Context: an optimization exercise on an open-source flow, tuned for small area, a short achievable clock period and few clock cycles per item. The choices shown serve that exercise and are no tape-out recipe.
The RTL was checked by simulation tests, not by an equivalence proof against the original design.

==> flow/design.v <==
module sha256_k (
    input  wire [5:0]  t,
    output wire [31:0] k
);
    localparam [2047:0] TABLE = {
        32'h71374491,
        32'ha6fb9796,
        32'h307b5f59,
        32'hbef9a3f7,
        32'ha4506ceb,
        32'h90befffa,
        32'h8cc70208,
        32'h84c87814,
        32'h78a5636f,
        32'h748f82ee,
        32'h682e6ff3,
        32'h5b9cca4f,
        32'h4ed8aa4a,
        32'h391c0cb3,
        32'h34b0bcb5,
        32'h2748774c,
        32'h1e376c08,
        32'h19a4c116,
        32'h106aa070,
        32'hf40e3585,
        32'hd6990624,
        32'hd192e819,
        32'hc76c51a3,
        32'hc24b8b70,
        32'ha81a664b,
        32'ha2bfe8a1,
        32'h92722c85,
        32'h81c2c92e,
        32'h766a0abb,
        32'h650a7354,
        32'h53380d13,
        32'h4d2c6dfc,
        32'h2e1b2138,
        32'h27b70a85,
        32'h14292967,
        32'h06ca6351,
        32'hd5a79147,
        32'hc6e00bf3,
        32'hbf597fc7,
        32'hb00327c8,
        32'ha831c66d,
        32'h983e5152,
        32'h76f988da,
        32'h5cb0a9dc,
        32'h4a7484aa,
        32'h2de92c6f,
        32'h240ca1cc,
        32'h0fc19dc6,
        32'hefbe4786,
        32'he49b69c1,
        32'hc19bf174,
        32'h9bdc06a7,
        32'h80deb1fe,
        32'h72be5d74,
        32'h550c7dc3,
        32'h243185be,
        32'h12835b01,
        32'hd807aa98,
        32'hab1c5ed5,
        32'h923f82a4,
        32'h59f111f1,
        32'h3956c25b,
        32'he9b5dba5,
        32'hb5c0fbcf
    };
    assign k = TABLE[32*t +: 32];
endmodule
module kh64_hash (
    input  wire         clk,
    input  wire         rst,
    input  wire         in_valid,
    output wire         in_ready,
    input  wire [127:0] in_key,
    output reg          out_valid,
    output wire [63:0]  out_kh
);
    localparam [31:0] IV0 = 32'h6a09e667, IV1 = 32'hbb67ae85,
                      IV2 = 32'h3c6ef372,
                      IV4 = 32'h510e527f, IV5 = 32'h9b05688c,
                      IV6 = 32'h1f83d9ab,
                      D0  = 32'h9cbf5a55;   
    reg  [5:0]  t;
    reg         load;       
    reg         last;       
    reg         first;      
    reg         first_s;    
    reg         first_m;    
    reg         busy;       
    reg         pend;       
    reg  [31:0] a, b, c, d, e, f, g;
    reg  [31:0] p;          
    reg  [31:0] w [0:15];   
    assign in_ready = load;
    wire accept = in_valid && load;
    assign out_kh = {b[7:0], b[15:8], b[23:16], b[31:24],
                     a[7:0], a[15:8], a[23:16], a[31:24]};
    wire [31:0] bsig1 = {e[5:0], e[31:6]} ^ {e[10:0], e[31:11]} ^ {e[24:0], e[31:25]};
    wire [31:0] bsig0 = {a[1:0], a[31:2]} ^ {a[12:0], a[31:13]} ^ {a[21:0], a[31:22]};
    wire [31:0] ch    = (e & f) ^ (~e & g);
    wire [31:0] maj   = (a & b) ^ (a & c) ^ (b & c);
    wire [31:0] s0m   = first_s ? 32'd0 : bsig0;
    wire [31:0] mjm   = first_m ? 32'd0 : maj;
    wire [31:0] u_s = p ^ ch ^ bsig1;
    wire [31:0] u_c = ((p & ch) | (p & bsig1) | (ch & bsig1)) << 1;
    wire [31:0] x2s = u_s ^ u_c ^ s0m;
    wire [31:0] x2c = ((u_s & u_c) | (u_s & s0m) | (u_c & s0m)) << 1;
    wire [31:0] x3s = x2s ^ x2c ^ mjm;
    wire [31:0] x3c = ((x2s & x2c) | (x2s & mjm) | (x2c & mjm)) << 1;
    wire [31:0] a_new = x3s + x3c;
    wire [31:0] y2s = u_s ^ u_c ^ d;
    wire [31:0] y2c = ((u_s & u_c) | (u_s & d) | (u_c & d)) << 1;
    wire [31:0] e_new = y2s + y2c;
    wire [31:0] k_rom;
    reg  [31:0] k_n;        
    sha256_k u_k (.t(t), .k(k_rom));
    wire [31:0] h_n = last ? 32'd0 : g;       
    wire [31:0] w_n = w[1];
    wire [31:0] z1s = h_n ^ k_n ^ w_n;
    wire [31:0] z1c = ((h_n & k_n) | (h_n & w_n) | (k_n & w_n)) << 1;
    wire [31:0] p_new = z1s + z1c;
    wire [31:0] w1  = w[1];
    wire [31:0] w14 = w[14];
    wire [31:0] ssig0 = {w1[6:0], w1[31:7]} ^ {w1[17:0], w1[31:18]} ^ {3'b000, w1[31:3]};
    wire [31:0] ssig1 = {w14[16:0], w14[31:17]} ^ {w14[18:0], w14[31:19]} ^ {10'd0, w14[31:10]};
    wire [31:0] s1s = ssig1 ^ w[9] ^ ssig0;
    wire [31:0] s1c = ((ssig1 & w[9]) | (ssig1 & ssig0) | (w[9] & ssig0)) << 1;
    wire [31:0] s2s = s1s ^ s1c ^ w[0];
    wire [31:0] s2c = ((s1s & s1c) | (s1s & w[0]) | (s1c & w[0])) << 1;
    wire [31:0] w_sched = s2s + s2c;
    wire sched_on = ~(t[5] & t[4]);
    wire [31:0] w_tail = (sched_on ? w_sched : 32'd0)
                       | {(t == 6'd52), 31'd0}
                       | {24'd0, last, 7'd0};
    wire [127:0] key_in = load ? in_key : 128'd0;
    integer i;
    always @(posedge clk) begin
        w[0] <= w[1];
        w[1] <= w[2] | {key_in[7:0],    key_in[15:8],    key_in[23:16],  key_in[31:24]};
        w[2] <= w[3] | {key_in[39:32],  key_in[47:40],   key_in[55:48],  key_in[63:56]};
        w[3] <= w[4] | {key_in[71:64],  key_in[79:72],   key_in[87:80],  key_in[95:88]};
        w[4] <= w[5] | {key_in[103:96], key_in[111:104], key_in[119:112], key_in[127:120]};
        for (i = 5; i < 15; i = i + 1)
            w[i] <= w[i+1];
        w[15] <= w_tail;
        p <= p_new;
        k_n <= k_rom;
        first_m <= last;    
        a <= a_new;
        b <= last ? IV1 + a : (first ? IV0 : a);
        c <= first ? IV1 : b;
        d <= last ? D0 : (first ? IV2 : c);
        e <= last ? IV4 : e_new;
        f <= last ? IV5 : e;
        g <= last ? IV6 : f;
        if (rst) begin
            t         <= 6'd48;
            load      <= 1'b0;
            last      <= 1'b0;
            first     <= 1'b0;
            first_s   <= 1'b0;
            busy      <= 1'b0;
            pend      <= 1'b0;
            out_valid <= 1'b0;
        end else begin
            t         <= t + 6'd1;
            load      <= (t == 6'd61);
            last      <= load;
            first     <= last;
            first_s   <= (t == 6'd63);
            out_valid <= last & busy;
            if (load) pend <= accept;
            if (last) busy <= pend;
        end
    end
endmodule
export LEC_CHECK = 0
export CAP_MARGIN = 20
export CORE_MARGIN = 2
export CORE_UTILIZATION = 40
export SETUP_SLACK_MARGIN = 4.5
export SLEW_MARGIN = 20
create_clock -name core_clock -period 9.0 [get_ports {clk}]
standard.sh (not shown) runs the stock make flow with config.mk's settings and CLKGATE_MAP_FILE= SYNTH_SCRIPT=/design/flow/synth_recipe.tcl, a recipe that flattens the netlist after the stock synthesis.
==> flow/flow/run.sh <==
#!/bin/bash
# The standard layout (the standard.sh, standard synthesis unchanged),
# with one change: the buffers that placement puts on every input and output
# port are the small sky130_fd_sc_hd__buf_1 instead of ORFS's default pick.
# ORFS writes each step's full log under orfs/logs/; make's own output goes
# to standard.log here.
set -euo pipefail
export BUFFER_PORTS_ARGS="-buffer_cell sky130_fd_sc_hd__buf_1"
bash standard.sh > standard.log 2>&1
Testbench counts at the start, summed over its fixed seeds: cycles 131,208, items 2,048.
Then changed:
==> flow/run.sh (new file) <==
#!/bin/bash
# synth_recipe.tcl (not shown) runs the flow's synth.tcl, then flattens the netlist and writes it again
# the make line also repeats each setting of config.mk as NAME=value (left out here)
make -C /OpenROAD-flow-scripts/flow DESIGN_CONFIG=/design/flow/config.mk WORK_HOME=/design/flow/orfs CLKGATE_MAP_FILE= SYNTH_SCRIPT=/design/flow/synth_recipe.tcl finish
CORE_UTILIZATION = 60   (was 40)
PLACE_DENSITY = 0.75   (was unset)
SETUP_SLACK_MARGIN = 5   (was 4.5)
removed: flow/flow/run.sh
removed: flow/standard.sh
Effect: Maximum frequency went down by 0.55%; final area went up by 4.8%; final cell count went down by 6.9%; via count went up by 8.9%; global-route usage went up by 14 points.
Then changed:
==> flow/flow/run.sh (new file) <==
#!/bin/bash
# The standard layout (the standard.sh, standard synthesis unchanged),
# with two changes:
#  * the buffers that placement puts on every input and output port are the
#    small sky130_fd_sc_hd__buf_1 instead of ORFS's default pick;
#  * clock tree synthesis inserts no dummy loads (its other arguments are
#    ORFS defaults, with sink clusters of up to 24 flip-flops within 100 um).
# ORFS writes each step's full log under orfs/logs/; make's own output goes
# to standard.log here.
set -euo pipefail
export BUFFER_PORTS_ARGS="-buffer_cell sky130_fd_sc_hd__buf_1"
export CTS_ARGS="-sink_clustering_enable -repair_clock_nets -dont_use_dummy_load -sink_clustering_size 24 -sink_clustering_max_diameter 100"
bash standard.sh > standard.log 2>&1
==> flow/standard.sh (new file) <==
#!/bin/bash
# synth_recipe.tcl (not shown) runs the flow's synth.tcl, then flattens the netlist and writes it again
# the make line also repeats each setting of config.mk as NAME=value (left out here)
make -C /OpenROAD-flow-scripts/flow DESIGN_CONFIG=/design/flow/config.mk WORK_HOME=/design/flow/orfs CLKGATE_MAP_FILE= SYNTH_SCRIPT=/design/flow/synth_recipe.tcl "${@:-finish}"
CORE_UTILIZATION = 40   (was 60)
PLACE_DENSITY = unset   (was 0.75)
SETUP_SLACK_MARGIN = 4.5   (was 5)
removed: flow/run.sh
After rerunning: Cell area came out lower by 9.1%. Clock skew came out higher by 0.020 ns. Via count came out lower by 9.4%. Worst hold slack stays flat. Non-clock buffer count came out lower by 69. Die area came out higher by 49%. Routed wire length came out lower by 13%. Synthesized area does not change.
Then changed:
==> flow/run.sh (new file) <==
#!/bin/bash
# synth_recipe.tcl (not shown) runs the flow's synth.tcl, then flattens the netlist and writes it again
# the make line also repeats each setting of config.mk as NAME=value (left out here)
make -C /OpenROAD-flow-scripts/flow DESIGN_CONFIG=/design/flow/config.mk WORK_HOME=/design/flow/orfs CLKGATE_MAP_FILE= SYNTH_SCRIPT=/design/flow/synth_recipe.tcl finish
SETUP_SLACK_MARGIN = 5   (was 4.5)
removed: flow/flow/run.sh
removed: flow/standard.sh
Result:
- sequential share of layout area fell by 3.7 points
- global-route usage increases by 1.0 points
- worst setup slack improved by 0.074 ns
- register-to-register slack is better by 0.07 ns
- cell count is higher by 3.5%
- synthesized cell count stays the same
Then changed:
==> flow/flow/run.sh (new file) <==
#!/bin/bash
# The standard layout (the standard.sh, standard synthesis unchanged),
# with two changes:
#  * the buffers that placement puts on every input and output port are the
#    small sky130_fd_sc_hd__buf_1 instead of ORFS's default pick;
#  * clock tree synthesis inserts no dummy loads (its other arguments are
#    ORFS defaults, with sink clusters of up to 24 flip-flops within 100 um).
# ORFS writes each step's full log under orfs/logs/; make's own output goes
# to standard.log here.
set -euo pipefail
export BUFFER_PORTS_ARGS="-buffer_cell sky130_fd_sc_hd__buf_1"
export CTS_ARGS="-sink_clustering_enable -repair_clock_nets -dont_use_dummy_load -sink_clustering_size 24 -sink_clustering_max_diameter 100"
bash standard.sh > standard.log 2>&1
==> flow/standard.sh (new file) <==
#!/bin/bash
# synth_recipe.tcl (not shown) runs the flow's synth.tcl, then flattens the netlist and writes it again
# the make line also repeats each setting of config.mk as NAME=value (left out here)
make -C /OpenROAD-flow-scripts/flow DESIGN_CONFIG=/design/flow/config.mk WORK_HOME=/design/flow/orfs CLKGATE_MAP_FILE= SYNTH_SCRIPT=/design/flow/synth_recipe.tcl "${@:-finish}"
CORE_UTILIZATION = 30   (was 40)
removed: flow/run.sh
=> The changed run completed without violations. Via count went down by 1.8%. Worst hold slack gets worse by 0.019 ns. Maximum frequency went down by 0.60%. Non-clock buffer count went up by 4. Worst setup slack gets worse by 0.027 ns. Sequential share of layout area went up by 2.1 points. Die area went up by 33%. Routed wire length went down by 2.6%. Final area went down by 5.2%.

==> re-timing with driven ports <==
The flow's constraints put no driver on any port. The routed layouts listed below were extracted and timed again, unchanged, in two steps.
Step 1 (the two cells are an assumption about what drives the block):
set clk [get_ports {clk}]
set_driving_cell -lib_cell sky130_fd_sc_hd__clkbuf_16 $clk
set_driving_cell -lib_cell sky130_fd_sc_hd__buf_2 [delete_from_list [all_inputs] $clk]
Step 2 also shifts input and output timing later by t, the mid clock arrival at the registers, as if the neighbouring blocks saw the same clock.
Slacks: ideal ports / drivers / drivers and shift; pairs: ideal ports / drivers.
run | t, ns | setup WS [ns] | hold slack, ns | clock arrival spread, ns
the first run | 0.720 | 4.296 / 4.296 / 4.296 | 0.307 / 0.307 / 0.307 | 0.058 / 0.059
the second run | 0.684 | 4.270 / 4.270 / 4.270 | 0.298 / 0.298 / 0.298 | 0.056 / 0.056
the third run | 0.653 | 4.343 / 4.343 / 4.343 | 0.296 / 0.296 / 0.296 | 0.077 / 0.076
the fourth run | 0.718 | 4.417 / 4.417 / 4.417 | 0.305 / 0.305 / 0.305 | 0.051 / 0.052
the fifth run | 0.665 | 4.390 / 4.390 / 4.390 | 0.287 / 0.287 / 0.287 | 0.098 / 0.098
After both steps every run listed still meets setup and hold.
